Background: an optimization exercise with open tools, aiming at small area, a short achievable clock period and few clock cycles per item. Do not read the settings as production practice. RTL that was checked went through simulation tests only; none was proved equivalent to the original. Power and IR drop assume default switching activity.

## run 1
## cc_group_enc
module cc_group_enc (
    input  wire        clk,
    input  wire        rst,
    input  wire        in_valid,
    output wire        in_ready,
    input  wire [15:0] in_res,
    input  wire        in_last,
    output wire        out_valid,
    input  wire        out_ready,
    output reg  [31:0] out_data,
    output reg  [5:0]  out_len,
    output reg         out_last
);
    localparam integer NR = 17;    
    localparam integer NT = NR+2;  
    localparam integer GQ = 4;     
    function automatic lt8(input [7:0] a, input [7:0] b);
        reg br;
        integer t;
        begin
            br = 1'b0;
            for (t = 0; t < 8; t = t + 1)
                br = (~a[t] & b[t]) | (~a[t] & br) | (b[t] & br);
            lt8 = br;
        end
    endfunction
    function automatic [7:0] add8s(input [7:0] a, input [4:0] b);
        reg c;
        integer t;
        begin
            c = 1'b0;
            for (t = 0; t < 8; t = t + 1) begin
                if (t < 5) begin
                    add8s[t] = a[t] ^ b[t] ^ c;
                    c = (a[t] & b[t]) | (c & (a[t] ^ b[t]));
                end else begin
                    add8s[t] = a[t] ^ c;
                    c = a[t] & c;
                end
            end
            add8s = add8s | {c, c, c, c, 3'd0, c};    
        end
    endfunction
    function automatic [4:0] addk(input [3:0] q, input [3:0] c);
        reg cy;
        integer t;
        begin
            cy = 1'b0;
            for (t = 0; t < 4; t = t + 1) begin
                addk[t] = q[t] ^ c[t] ^ cy;
                cy = (q[t] & c[t]) | (cy & (q[t] ^ c[t]));
            end
            addk[4] = cy;
        end
    endfunction
    function automatic [7:0] c15n(input [3:0] m);
        case (m)
            4'd0: c15n = 8'd15;
            4'd1: c15n = 8'd30;
            4'd2: c15n = 8'd45;
            4'd3: c15n = 8'd60;
            4'd4: c15n = 8'd75;
            4'd5: c15n = 8'd90;
  ...
clock: 32.0 ns
lec_check: 0
cap_margin: 20
core_margin: 2
core_utilization: 40
slew_margin: 20
standard.sh (not shown) runs the stock make flow with config.mk's settings and CLKGATE_MAP_FILE= SYNTH_SCRIPT=/design/flow/synth_recipe.tcl, a recipe that flattens the netlist after the stock synthesis.
==> flow/flow/run.sh <==
#!/bin/bash
# Layout flow: the standard ORFS steps, with the port buffers sized for
# speed, setup repair aimed below the clock period by SETUP_SLACK_MARGIN,
# and a clock tree built from larger sink clusters without dummy loads.
# Each step's full output goes to a log of its own in this folder.
set -e
export BUFFER_PORTS_ARGS="-buffer_cell sky130_fd_sc_hd__buf_4"
export SETUP_SLACK_MARGIN=25
export CTS_ARGS="-sink_clustering_enable -repair_clock_nets -dont_use_dummy_load -sink_clustering_size 24 -sink_clustering_max_diameter 110"
for step in synth floorplan place cts route finish; do
    bash standard.sh $step > $step.log 2>&1
done
Testbench counts of run 1, summed over its fixed seeds: cycles 48,146, items 3,200.
### run 1 -> run 2
--- a/flow/design.v
+++ b/flow/design.v
@@ -48,52 +48,33 @@
             cy = 1'b0;
             for (t = 0; t < 4; t = t + 1) begin
                 addk[t] = q[t] ^ c[t] ^ cy;
                 cy = (q[t] & c[t]) | (cy & (q[t] ^ c[t]));
             end
             addk[4] = cy;
         end
     endfunction
-    function automatic [7:0] c15n(input [3:0] m);
-        case (m)
-            4'd0: c15n = 8'd15;
-            4'd1: c15n = 8'd30;
-            4'd2: c15n = 8'd45;
-            4'd3: c15n = 8'd60;
-            4'd4: c15n = 8'd75;
-            4'd5: c15n = 8'd90;
-            4'd6: c15n = 8'd105;
-            4'd7: c15n = 8'd120;
-            4'd8: c15n = 8'd135;
-            4'd9: c15n = 8'd150;
-            4'd10: c15n = 8'd165;
-            4'd11: c15n = 8'd180;
-            4'd12: c15n = 8'd195;
-            4'd13: c15n = 8'd210;
-            4'd14: c15n = 8'd225;
-            4'd15: c15n = 8'd240;
-        endcase
-    endfunction
     reg        rdy_q;
     reg        iv;
     reg [15:0] ires;
     reg        ilast;
     assign in_ready = rdy_q;
     always @(posedge clk) begin
         ires  <= in_res;
         ilast <= in_last;
         iv    <= in_valid & rdy_q & ~rst;
     end
     wire [15:0] u = ires[15] ? ~{ires[14:0], 1'b0} : {ires[14:0], 1'b0};
     reg [15:0] ring [0:NR-1];
     reg [4:0]  wr;             
     reg [4:0]  rd;             
     reg [4:0]  occ;            
     reg [7:0]  cost [0:14];
+    reg [7:0]  c15;            
     reg [3:0]  gm;             
     reg        gfirst;         
     reg        fin;            
     wire [19:0] uext = {4'd0, u};
     reg  [4:0]  len_k [0:14];
     integer k;
     always @(*) begin
         for (k = 0; k < 15; k = k + 1) begin
@@ -105,31 +86,32 @@
             gfirst <= 1'b1;
             fin    <= 1'b0;
         end else begin
             fin <= iv & ilast;
             if (iv) gfirst <= ilast;
         end
         for (k = 0; k < 15; k = k + 1)
             cost[k] <= add8s(gfirst ? 8'd0 : cost[k], iv ? len_k[k] : 5'd0);
+        c15 <= add8s(gfirst ? 8'd0 : c15, iv ? 5'd15 : 5'd0);
         gm <= (gfirst ? 4'hF : gm) + {3'd0, iv};
         if (iv) ring[wr] <= u;
     end
     reg [7:0] cc  [0:15];
     reg [7:0] lv1c [0:7];
     reg [3:0] lv1k [0:7];
     reg [7:0] lv2c [0:3];
     reg [3:0] lv2k [0:3];
     reg [7:0] lv3c [0:1];
     reg [3:0] lv3k [0:1];
     reg [3:0] kbest;
     integer gg;
     always @(*) begin
         for (gg = 0; gg < 15; gg = gg + 1) cc[gg] = cost[gg];
-        cc[15] = c15n(gm);    
+        cc[15] = c15;
         for (gg = 0; gg < 8; gg = gg + 1) begin
             if (lt8(cc[2*gg+1], cc[2*gg])) begin lv1c[gg] = cc[2*gg+1]; lv1k[gg] = 2*gg+1; end
             else                           begin lv1c[gg] = cc[2*gg];   lv1k[gg] = 2*gg;   end
         end
         for (gg = 0; gg < 4; gg = gg + 1) begin
             if (lt8(lv1c[2*gg+1], lv1c[2*gg])) begin lv2c[gg] = lv1c[2*gg+1]; lv2k[gg] = lv1k[2*gg+1]; end
             else                               begin lv2c[gg] = lv1c[2*gg];   lv2k[gg] = lv1k[2*gg];   end
         end
@@ -152,26 +134,40 @@
     reg [3:0]  idx;            
     reg        first;          
     assign out_valid = ov;
     wire [3:0]  kh  = qk[qh[1:0]];
     wire [3:0]  nh  = qn[qh[1:0]];
     wire        k15 = (kh == 4'd15);
     wire [31:0] sr  = {pu, 16'd0} >> kh;            
     wire [15:0] hi  = sr[31:16];
+    wire [15:0] lo  = sr[15:0];
+    wire [3:0]  q   = hi[3:0];
     wire        esc = ~k15 & (|hi[15:4]);
-    wire [3:0]  nq  = esc ? 4'd15 : k15 ? 4'd0 : hi[3:0];
-    wire        zb  = esc | (k15 & hi[0]);
-    wire [15:0] lf  = esc ? pu : sr[15:0];
-    wire [47:0] rv  = {16'hFFFF, zb, lf, 15'd0};
-    wire [31:0] rc  = rv[47:0] >> nq;
-    wire [4:0]  qk1 = {1'b0, nq} + {1'b0, kh} + 5'd1;    
+    wire [47:0] rv  = {16'hFFFF, 1'b0, lo, 15'd0};
+    wire [31:0] rc  = rv[47:0] >> q;                
+    wire [4:0]  qk1 = {1'b0, q} + {1'b0, kh} + 5'd1;
     wire        honly = first & esc;
-    wire [31:0] beat = first ? {kh, rc[31:4]} : rc;
-    wire [5:0]  blen = honly ? 6'd4 : esc ? 6'd32 : {1'b0, qk1} + (first ? 6'd4 : 6'd0);
+    reg  [31:0] beat;
+    reg  [5:0]  blen;
+    always @(*) begin
+        if (honly) begin
+            beat = {kh, 28'd0};
+            blen = 6'd4;
+        end else if (esc) begin
+            beat = {16'hFFFF, pu};
+            blen = 6'd32;
+        end else if (k15) begin
+            beat = first ? {4'hF, pu, 12'd0} : {pu, 16'd0};
+            blen = first ? 6'd20 : 6'd16;
+        end else begin
+            beat = first ? {kh, rc[31:4]} : rc;
+            blen = {1'b0, qk1} + (first ? 6'd4 : 6'd0);
+        end
+    end
     wire can    = pv & (gq != 3'd0);                
     wire send_a = can & ~honly;                     
     wire last_a = send_a & (idx == nh);             
     wire ld     = (occ != 5'd0) & (pc != 2'd2);
     wire [15:0] rdat = ring[rd];
     wire adv   = ~ov | out_ready;
     wire emit  = adv & can;
     wire take  = adv & send_a;
==> comparison <==
Met1 wire length, run 2 vs run 1: up by a little under 10%. Core utilization across run 2 and run 1: no real change. [diff] summed instance area of the synthesized netlist, run 2 relative to run 1: regression. The higher via count of the first global-routing pass came out of run 2. Cell area, run 2 and run 1, lower one = run 1. On area growth from synthesis to layout, run 1 tracks run 2 almost exactly. Run 2 vs run 1, cell area power density went up by 1.9 mW/mm^2. For the post-synthesis average cell area, run 2 came in 0.99% lower than run 1 did. The total of cells resized after clock tree synthesis in run 2 was higher than what run 1 gave. Lower share of the clock period used by the worst path goes to run 1 over run 2. Compared with run 1, in run 2 die area moved up; power moved up; portion of total power attributed to the clock network level; last weighted congestion value of the routability-driven placer moved up.
For run 2, only the layout was checked, not whether the RTL still works.

## port drivers added, routing unchanged
In the flow no input, the clock included, has a driving cell. The finished layouts below were timed again as built, in two steps.
Step 1, drivers: a clkbuf_16 drives clk and a buf_2 each remaining input, both assumed.
Step 2 also shifts input and output timing later by t, the mid clock arrival at the registers, as if the neighbouring blocks saw the same clock.
Slacks: ideal ports / drivers / drivers and shift; pairs: ideal ports / drivers.
| run | shift t [ns] | slack for setup (ns) | worst hold slack (ns) | worst data-port slew with drivers (ns) |
|---|---|---|---|---|
| run 1 | 0.641 | 24.481 / 24.418 / 24.073 | 0.534 / 0.534 / 0.534 | 0.04 |
| run 2 | 0.659 | 24.411 / 24.351 / 24.133 | 0.509 / 0.509 / 0.509 | 0.04 |
After both steps setup and hold are still met in every run listed. For run 1, which loses most, drivers alone change the setup slack by -0.063 ns; drivers and shift together by -0.408 ns.
